This design comes from an exercise in tuning for small area, a short achievable clock period and few clock cycles on the open sky130 flow, not from production work. RTL that was checked went through simulation tests only; none was proved equivalent to the original.

==> flow/design.v (excerpt) <==
module qb_crc #(
    parameter integer K = 3                 
) (
    input  wire         clk,
    input  wire         rst,
    input  wire         in_valid,
    output wire         in_ready,
    input  wire [31:0]  in_crc,
    input  wire [511:0] in_data,
    input  wire [63:0]  in_mask,
    output reg          out_valid,
    output reg  [31:0]  out_crc
);
    localparam [31:0] POLY = 32'h82F6_3B78;
    localparam integer N  = (64 + K - 1) / K;  
    localparam integer CW = (N > 32) ? 6 : (N > 16) ? 5 : (N > 8) ? 4 : (N > 4) ? 3 : (N > 2) ? 2 : 1;
    function [31:0] crc_byte(input [31:0] c_in, input [7:0] b);
        reg [31:0] c;
        integer t;
        begin
            c = c_in ^ {24'd0, b};
            for (t = 0; t < 8; t = t + 1)
                c = (c >> 1) ^ (POLY & {32{c[0]}});
            crc_byte = c;
        end
    endfunction
    reg [CW-1:0]  cnt;                      
    reg           rdy;                      
    reg [8*K-1:0] dreg;
    reg [K-1:0]   mreg;
    reg           v1, last1;
    assign in_ready = rdy | !in_valid;
    wire [8*K*N-1:0] dpad = in_data;
    wire [K*N-1:0]   mpad = in_mask;
    reg [8*K-1:0] dsel;
    reg [K-1:0]   msel;
    integer q;
    always @(*) begin
        dsel = {8*K{1'b0}};
        msel = {K{1'b0}};
        for (q = 0; q < N; q = q + 1)
            if (cnt == q) begin
                dsel = dsel | dpad[q*8*K +: 8*K];
                msel = msel | mpad[q*K +: K];
            end
    end
    reg [N-1:0]  nz, cand;
    reg [CW-1:0] nxt;
    integer i;
    always @(*) begin
        for (i = 0; i < N; i = i + 1) begin
            nz[i]   = |mpad[i*K +: K];
            cand[i] = nz[i] && (i > cnt);
        end
        nxt = cnt + 1'b1;
  ...
Settings: LEC_CHECK=0, CAP_MARGIN=20, CORE_AREA=10 10 290 290, DIE_AREA=0 0 300 300, SLEW_MARGIN=20; clock period 10.0 ns.
standard.sh (not shown) runs the stock make flow with config.mk's settings and CLKGATE_MAP_FILE= SYNTH_SCRIPT=/design/flow/synth_recipe.tcl, a recipe that flattens the netlist after the stock synthesis.
==> flow/flow/run.sh <==
#!/bin/bash
# Standard layout, with each port buffered by a buf_1 instead of ORFS's default
# port buffer cell. Extra ORFS settings come from flow/extra.env.
set -euo pipefail
export BUFFER_PORTS_ARGS="-buffer_cell sky130_fd_sc_hd__buf_1"
if [[ -f flow/extra.env ]]; then set -a; source flow/extra.env; set +a; fi
bash standard.sh > standard_make.log 2>&1
==> flow/flow/extra.env <==
SETUP_SLACK_MARGIN=6
Testbench counts at the start, summed over its fixed seeds: cycles 46,056.
Next try:
==> flow/flow/extra.env (replaced) <==
SETUP_SLACK_MARGIN=4
CORE_AREA = 5 5 225 225   (was 10 10 290 290)
DIE_AREA = 0 0 230 230   (was 0 0 300 300)
Result:
- The changed run finished with timing, DRC and antenna clean
- routed wire length falls by about 20%
- via count came out lower by about 8%
- final area falls by about 18%
Next try:
==> flow/flow/extra.env (replaced) <==
SETUP_SLACK_MARGIN=5
=>
- The changed run ran to the end with no violations
- die area stays the same
- routed wire length increases by 0.99%
- register-to-register slack improved by 0.49 ns
- setup slack is better by 0.49 ns
- sequential share of layout area is lower by 0.63 points
- worst hold slack gains 0.011 ns
- fmax rises by 10%
- final area went up by 5.1%
- non-clock buffer count increases by 43
Next try:
CORE_AREA = 10 10 290 290   (was 5 5 225 225)
DIE_AREA = 0 0 300 300   (was 0 0 230 230)
After rerunning:
- register-to-register slack is about the same
- core utilization went down by 11 points
- final area went up by 3.1%
- global-route usage went down by 7.8 points

* * *

Setup of lane 1:
The RTL this note starts from:
==> flow/design.v <==
module qb_crc #(
    parameter integer K = 3                 
) (
    input  wire         clk,
    input  wire         rst,
    input  wire         in_valid,
    output wire         in_ready,
    input  wire [31:0]  in_crc,
    input  wire [511:0] in_data,
    input  wire [63:0]  in_mask,
    output reg          out_valid,
    output reg  [31:0]  out_crc
);
    localparam [31:0] POLY = 32'h82F6_3B78;
    localparam integer N  = (64 + K - 1) / K;  
    localparam integer CW = (N > 32) ? 6 : (N > 16) ? 5 : (N > 8) ? 4 : (N > 4) ? 3 : (N > 2) ? 2 : 1;
    function [31:0] crc_byte(input [31:0] c_in, input [7:0] b);
        reg [31:0] c;
        integer t;
        begin
            c = c_in ^ {24'd0, b};
            for (t = 0; t < 8; t = t + 1)
                c = (c >> 1) ^ (POLY & {32{c[0]}});
            crc_byte = c;
        end
    endfunction
    function [31:0] tbl(input [7:0] x);
        integer t;
        begin
            tbl = 32'd0;
            for (t = 0; t < 8; t = t + 1)
                if (x[t]) tbl = tbl ^ crc_byte(32'd0, 8'd1 << t);
        end
    endfunction
    reg [CW-1:0]  cnt;                      
    reg           rdy;                      
    reg [8*K-1:0] dreg;
    reg [K-1:0]   mreg;
    reg           v1, last1;
    assign in_ready = rdy | !in_valid;
    wire [8*K*N-1:0] dpad = in_data;
    wire [K*N-1:0]   mpad = in_mask;
    reg [8*K-1:0] dsel;
    reg [K-1:0]   msel;
    integer q;
    always @(*) begin
        dsel = {8*K{1'b0}};
        msel = {K{1'b0}};
        for (q = 0; q < N; q = q + 1)
            if (cnt == q) begin
                dsel = dsel | dpad[q*8*K +: 8*K];
                msel = msel | mpad[q*K +: K];
            end
    end
    reg [N-1:0]  nz, cand;
    reg [CW-1:0] nxt;
    integer i;
    always @(*) begin
        for (i = 0; i < N; i = i + 1) begin
            nz[i]   = |mpad[i*K +: K];
            cand[i] = nz[i] && (i > cnt);
        end
        nxt = cnt + 1'b1;
        for (i = N - 1; i >= 0; i = i - 1)
            if (cand[i]) nxt = i;
    end
    wire last_next = ((cand & (cand - 1'b1)) == {N{1'b0}});
    always @(posedge clk) begin
        dreg  <= dsel;
        mreg  <= msel & {K{in_valid}};      
        last1 <= rdy;
        if (rst) begin
            cnt <= {CW{1'b0}};
            rdy <= 1'b0;
            v1  <= 1'b0;
        end else begin
            v1 <= in_valid;
            if (in_valid) begin
                cnt <= rdy ? {CW{1'b0}} : nxt;
                rdy <= !rdy && last_next;
            end
        end
    end
    reg [31:0] crc;
    reg [31:0] c;
    reg [7:0]  x;
    integer j;
    always @(*) begin
        c = crc;
        x = crc[7:0] ^ dreg[7:0];
        for (j = 0; j < K; j = j + 1) begin
            if (mreg[j]) c = ({8'd0, c[31:8]}) ^ tbl(x);
            if (j + 1 < K) x = c[7:0] ^ dreg[8*(j+1) +: 8];
        end
    end
    always @(posedge clk) begin
        crc     <= (cnt == {CW{1'b0}}) ? in_crc : c;
        out_crc <= c;
        if (rst) out_valid <= 1'b0;
        else     out_valid <= v1 & last1;
    end
endmodule
clock: 10.0 ns
lec_check: 0
cap_margin: 20
core_area: 10 10 290 290
die_area: 0 0 300 300
slew_margin: 20
tns_end_percent: 10
==> flow/flow/extra.env <==
SETUP_SLACK_MARGIN=5
Scripts as last shown in full above: flow/flow/run.sh
Lane 1: all stages complete, timing, DRC and antenna checks passed
Testbench counts of lane 1, summed over its fixed seeds: cycles 46,056.
diff inputs: lane 1 => lane 2
- CTS_BUF_LIST newly set to sky130_fd_sc_hd__clkbuf_4 sky130_fd_sc_hd__clkbuf_8
- TNS_END_PERCENT removed (was 10)
## What came out
Lane 2 ended with less clock-cell share of area than lane 1. Delta (lane 2 minus lane 1): first-pass iteration count of the detailed router went up by 1, detailed-routed wire length on met2 was more or less identical.
What lane 3 does differently from lane 2 at the input level:
- CTS_BUF_LIST removed (was sky130_fd_sc_hd__clkbuf_4 sky130_fd_sc_hd__clkbuf_8)
--- outcome ---
- The higher area growth from synthesis to layout of lane 2 and lane 3 is in lane 2.
- Higher post-CTS setup buffer count among lane 2 and lane 3: lane 3
- The run showing the greater maximum fanout encountered on the critical timing path is lane 2.
- Summary of lane 3 over lane 2: detailed-route wire length per cell moved up, remaining max-slew budget at the tightest pin shows a reduction of 1.3 points, routed wire length about even.
- For met2 demand-to-capacity share in global routing, lane 3 and lane 2 come out practically identical.
- Lane 3 and lane 2 ended up with roughly the same global-route wire length before repair.
Changes in lane 4 relative to lane 3:
==> flow/flow/extra.env <==
SETUP_SLACK_MARGIN=5.5
[summary]
- Core utilization (lower): lane 3
- As far as post-synthesis simple-gate area fraction goes, lane 4 and lane 3 are indistinguishable; the numbers are identical.
- In lane 4, the final setup slack of the worst path came out 0.35 ns above the value in lane 3.
- The combined area of the multi-input logic cells reported for lane 4 is greater than that of lane 3 by 5.1%.
- Higher synthesis-to-layout area growth goes to lane 4 over lane 3.
- Summary — worst hold slack, lane 4 relative to lane 3: higher, by 0.030 ns.
- Comparing total met3 wirelength after detailed routing for lane 3 and lane 4, the smaller number came from lane 4.

* * *

## main
qb_crc with an RTL version that a note above also has.
For scale: about 1,200 cells after synthesis, about 11,000 um^2 of cells after synthesis.
clock: 10.0 ns
lec_check: 0
cap_margin: 20
core_area: 5 5 175 175
die_area: 0 0 180 180
slew_margin: 20
==> flow/flow/extra.env <==
SETUP_SLACK_MARGIN=5
Scripts as last shown in full above: flow/flow/run.sh
main: aborted in 3_2_place_iop (tool error)
Testbench counts of main, summed over its fixed seeds: cycles 46,056.
### main -> the feature branch
==> flow/flow/extra.env <==
SETUP_SLACK_MARGIN=4
==> notes.md <==
Mean post-synth cell area: main vs the feature branch — no meaningful difference
Compared with main, in the feature branch complex-gate fraction of the synthesized area has remained practically unchanged, area after synthesis comparable, share of cell area taken by muxes after synthesis did not really move, total nets after synthesis saw little to no change, row count about even.
Per the comparison of the feature branch with main, synthesized cell count about even; height of the chip stayed essentially flat.
The feature branch: it failed during 3_2_place_iop, and the tool reported PPL-0024.

* * *

qb_crc, a different RTL version from the one above (not shown whole).
For scale: about 1100 cells after synthesis, ~110 flip-flops, ~650 I/O pins, about 13000 um2 of cells after synthesis.
export LEC_CHECK = 0
export CAP_MARGIN = 20
export CORE_AREA = 10 10 290 290
export DIE_AREA = 0 0 300 300
export SLEW_MARGIN = 20
create_clock -name core_clock -period 10.0 [get_ports {clk}]
run.sh (not shown) runs the stock make flow with config.mk's settings and CLKGATE_MAP_FILE= SYNTH_SCRIPT=/design/flow/synth_recipe.tcl, a recipe that flattens the netlist after the stock synthesis.
Stock flow here: none of the scripts above is used.
Then changed:
Settings changed: SETUP_SLACK_MARGIN from default to 5.
=>
- sequential cell count is unchanged
- synthesized cell count is unchanged
No run of this note included a check of the RTL's function; only the layout flow was run.

[what the ideal ports hide]
In the flow no input, the clock included, has a driving cell. The finished layouts below were timed again as built, in two steps. Step 1 sets driving cells, clkbuf_16 on the clock port and buf_2 on the other inputs (assumed; they add their load-dependent delay and slew). Step 2 times the ports against the registers' clock, not the clock port: input delays grow and output delays shrink by t, the midpoint of the rising clock arrivals with the driver on. a / b / c = no drivers / after step 1 / after step 2; a / b = the first two.
| run | t (ns) | setup WS [ns] | worst register clock-pin slew, ns | worst data-port slew with drivers (ns) |
|---|---|---|---|---|
| the first run of note 1 | 0.427 | 5.359 / 5.359 / 5.359 | 0.08 / 0.08 | 0.34 |
| the second run of note 1 | 0.400 | 4.594 / 4.594 / 4.594 | 0.08 / 0.08 | 0.22 |
| the third run of note 1 | 0.399 | 5.086 / 5.014 / 4.988 | 0.08 / 0.08 | 0.23 |
| the fourth run of note 1 | 0.425 | 5.076 / 4.996 / 4.996 | 0.08 / 0.08 | 0.31 |
| lane 1 | 0.415 | 5.049 / 5.049 / 5.049 | 0.08 / 0.08 | 0.27 |
| lane 2 | 0.446 | 5.098 / 5.098 / 5.098 | 0.12 / 0.12 | 0.33 |
| lane 3 | 0.414 | 5.046 / 5.046 / 5.046 | 0.08 / 0.08 | 0.26 |
| lane 4 | 0.408 | 5.397 / 5.397 / 5.392 | 0.09 / 0.09 | 0.27 |
| the first run of note 4 | 0.459 | 2.137 / 2.137 / 2.137 | 0.10 / 0.10 | 0.26 |
| the second run of note 4 | 0.447 | 3.893 / 3.893 / 3.893 | 0.09 / 0.09 | 0.30 |
After both steps setup and hold are still met in every run listed. For the third run of note 1, which loses most, drivers alone change the setup slack by -0.072 ns; drivers and shift together by -0.098 ns.
